From an optimization exercise on the open Yosys and OpenROAD flow, aimed at small area and a short achievable clock period; shortcuts taken in it are not production practice. Only simulation tests tie the RTL to the original design; equivalence was not proved.

tundra:
// reel_block_rx
module reel_block_rx (
  input  wire        clk,
  input  wire        rst,
  input  wire [39:0] in_data,
  input  wire        in_valid,
  output reg  [39:0] out_data,
  output reg         out_valid,
  output reg         stat_valid,
  output reg         stat_hdr_ok,
  output reg  [7:0]  stat_blk,
  output reg  [7:0]  stat_seq,
  output reg         stat_clean_a,
  output reg         stat_clean_b
);
Size in the first run: roughly 1,300 flip-flops, about 100 I/O pins, ~77,000 um^2 of cells after synthesis.
clock: 7.0 ns
lec_check: 0
cap_margin: 20
core_margin: 2
core_utilization: 75
cts_cluster_diameter: 100
cts_cluster_size: 20
setup_slack_margin: 4.6
slew_margin: 20
run.sh (not shown) runs the stock make flow with config.mk's settings and CLKGATE_MAP_FILE= SYNTH_SCRIPT=/design/flow/synth_recipe.tcl, a recipe that flattens the netlist after the stock synthesis.
Setup changes, tundra to willow
Settings: swapping 4.6 for 4.7 in SETUP_SLACK_MARGIN.
Findings:
Every run in the comparison, willow and tundra, completed the flow with a clean layout. For the maximum frequency, willow came in 12 MHz higher than tundra did. willow ended with less largest fanout on the critical path than tundra. Critical path depth (lower): willow. Routed wire in willow totals more than in tundra.
Edits applied to the flow inputs when going from willow to indigo:
Settings: changing CORE_UTILIZATION from 75 to 70; changing SETUP_SLACK_MARGIN from 4.7 to 4.55.
[summary]
Every stage of the flow completed for indigo, and the final layout passed the timing, design-rule and antenna checks.
Highest clock frequency the design can meet went down slightly going from willow to indigo.
A worst setup path startpoint of out_data[12] is what willow shows, while hq[33] belongs to indigo.
Summary — total routing resource utilization after global routing, indigo relative to willow: lower, by 2.4 points.
Compared with willow, in indigo met1 routing resource usage after global routing lower; portion of the clock cycle consumed by the worst path in the final layout rose 0.32 points.
Edits applied to the flow inputs when going from indigo to raven:
Settings: changing CORE_UTILIZATION from 70 to 75; setting CTS_BUF_LIST to sky130_fd_sc_hd__clkbuf_16 sky130_fd_sc_hd__clkbuf_8 for the first time.
Findings:
- Comparing raven and indigo, the higher minimum period implied by the final worst setup slack is on raven.
- raven contains more vias than indigo.
- [compare] base=indigo new=raven: met2 wire length shrank by 2.5%; critical path depth went down 5.
For violet, these inputs were changed with respect to raven:
Settings: a change of SETUP_SLACK_MARGIN from 4.55 to 4.5; a deleted CTS_BUF_LIST that had been sky130_fd_sc_hd__clkbuf_16 sky130_fd_sc_hd__clkbuf_8.
## What came out
- Going from raven to violet, share of the clock period used by the worst path after layout grows by 0.59 points.
- Global-route wire length before repair: violet and raven compared, lower one is raven
- Taking raven as the reference point, the setup slack of violet falls by 0.041 ns.
- Going from raven to violet, met2 layer wire length in the routed design went up, area of the multi-input gates went down about 0.36%, count of placed standard cells in the final layout, fillers left out roughly the same, cell area level.
Input-level comparison between xenon and violet:
Settings: a change of CORE_UTILIZATION from 75 to 60; a change of SETUP_SLACK_MARGIN from 4.5 to 4.6.
==> comparison <==
Diff violet -> xenon | clock period minus worst slack | decrease of 0.018 ns
Looking at xenon and violet, the footprint of the flip-flops and latches is a wash.
Highest metal layer used by the detailed router = met5: violet; highest metal layer used by the detailed router = met4: xenon
In summary, xenon completed successfully, with a layout that passed the timing, design-rule and antenna checks.

* * *

Setup of build 67:
reel_block_rx again, from the RTL that the note above started with.
Settings: LEC_CHECK=0, CAP_MARGIN=5, CORE_MARGIN=2, CORE_UTILIZATION=75, CTS_CLUSTER_DIAMETER=100, CTS_CLUSTER_SIZE=20, GPL_ROUTABILITY_DRIVEN=0, SETUP_SLACK_MARGIN=4.55, SLEW_MARGIN=5; clock period 7.0 ns.
Build 67: PASS, flow complete, no timing, DRC or antenna violations
The inputs of build 44 differ from those of build 67 as listed below.
Settings: clearing GPL_ROUTABILITY_DRIVEN, which used to be 0; putting PLACE_DENSITY at 0.85 where nothing was set; swapping 5 for 20 in CAP_MARGIN; swapping 5 for 20 in SLEW_MARGIN.
[summary]
- Summary of build 44 over build 67: path length in cells of the critical path dropped 6, area added between synthesis and finish down 0.41 points, clock latency reported for the late side of the worst-skew pair picked up an extra 0.02 ns.
- Looking only at cell area, and setting everything else aside, the lower value of build 67 and build 44 goes to build 44.
- In the tables for build 67 and build 44, met1 track demand over resource in global routing reads lower with build 67.
- Total of clock buffers placed in the layout of build 44 falls short of that of build 67 by a few percent.
- The overall track demand over capacity in global routing of build 44 exceeds that of build 67 by 0.18 points.
- Run comparison: build 44 slowest cell on the critical path sky130_fd_sc_hd__dfxtp_4; build 67 slowest cell on the critical path sky130_fd_sc_hd__xor3_2
- As far as number of standard cells in the final layout excluding fillers is concerned, build 44 and build 67 perform about the same.
#### Input delta (build 93 over build 44)
Settings: PLACE_DENSITY no longer set, was 0.85; SLEW_MARGIN now 0, was 20; CAP_MARGIN now 0, was 20.
==> notes.md <==
Result for build 93 and build 44: all clean
Taking build 44 as the reference, in build 93 fraction of the cycle the final worst path needs essentially unchanged, peak clock frequency supported by timing essentially unchanged, non-clock buffer instance count of the final layout decreased 3.
Compared with build 44, in build 93 total of cells resized after clock tree synthesis rose by 4.9%, clock skew down 0.013 ns, area after detailed placement saw little to no change.
The number of antenna violations at the first check in global routing of build 44 and that of build 93 are within noise of each other.
The inputs of build 78 differ from those of build 93 as listed below.
Settings: changing CORE_UTILIZATION from 75 to 80; changing SLEW_MARGIN from 0 to 5; changing CAP_MARGIN from 0 to 5.
==> comparison <==
[build 78 vs build 93] starting density of the core: higher in build 78. Per the comparison of build 78 with build 93, clock tree buffer count of the final layout now smaller, final cell count without fillers fell by 103, critical path arrival shows no meaningful change. Build 78 vs build 93: detailed-route wire length up by a few percent. Build 78 and build 93 ended up with nearly the same DRC violations left. Timing, DRC, antenna: 0 failures across build 78 and build 93. In build 78 relative to build 93, cell count after placement had gone down slightly.
Here is what was changed in the inputs of build 60 compared with build 78.
Settings: CORE_UTILIZATION changed from 80 to 75.
==> comparison <==
Build 60 and build 78 ended up with roughly the same cell area reported after detailed placement.
Between build 60 and build 78, the area of the multi-input gates does not differ in any meaningful way.
The higher tap cell count of build 78 and build 60 is in build 60.
Cmp build 60 vs build 78: number of rows in the core area higher in build 60

[port drivers added, routing unchanged]
The flow's constraints put no driver on any port. The routed layouts listed below were extracted and timed again, unchanged, in two steps. Step 1 assumes that a clkbuf_16 drives the clock port and a buf_2 every other input. Step 2 adds t to the input delays and takes it off the output delays; t is the mean of the earliest and latest rising clock arrival at the registers after step 1. Input paths then give back, and output paths get back, about the clock's delay inside the block. Three values: ideal, step 1, step 2; two values: the first two.
run | t, ns | setup WS [ns] | hold slack, ns | worst setup path after step 2 | worst register clock-pin slew, ns
tundra | 0.756 | 4.372 / 4.352 / 3.841 | 0.348 / 0.348 / 0.348 | input to register | 0.10 / 0.10
willow | 0.759 | 4.456 / 4.374 / 3.951 | 0.346 / 0.346 / 0.346 | input to register | 0.10 / 0.10
indigo | 0.769 | 4.433 / 4.354 / 3.795 | 0.347 / 0.347 / 0.347 | input to register | 0.10 / 0.10
raven | 0.774 | 4.418 / 4.336 / 3.895 | 0.348 / 0.348 / 0.348 | input to register | 0.10 / 0.10
violet | 0.767 | 4.377 / 4.292 / 3.781 | 0.347 / 0.347 / 0.347 | input to register | 0.10 / 0.10
xenon | 0.790 | 4.395 / 4.319 / 3.854 | 0.332 / 0.332 / 0.332 | input to register | 0.10 / 0.10
build 67 | 0.759 | 4.404 / 4.342 / 3.749 | 0.352 / 0.352 / 0.352 | input to register | 0.10 / 0.10
build 44 | 0.764 | 4.429 / 4.351 / 3.789 | 0.338 / 0.338 / 0.338 | input to register | 0.10 / 0.10
build 93 | 0.758 | 4.428 / 4.346 / 3.854 | 0.350 / 0.350 / 0.350 | input to register | 0.10 / 0.10
build 78 | 0.758 | 4.420 / 4.341 / 3.812 | 0.348 / 0.348 / 0.348 | input to register | 0.10 / 0.10
build 60 | 0.758 | 4.428 / 4.346 / 3.854 | 0.350 / 0.350 / 0.350 | input to register | 0.10 / 0.10
After both steps every run listed still meets setup and hold. The setup slack of build 67, which loses most, moves by -0.062 ns with the drivers and by -0.655 ns with both steps.
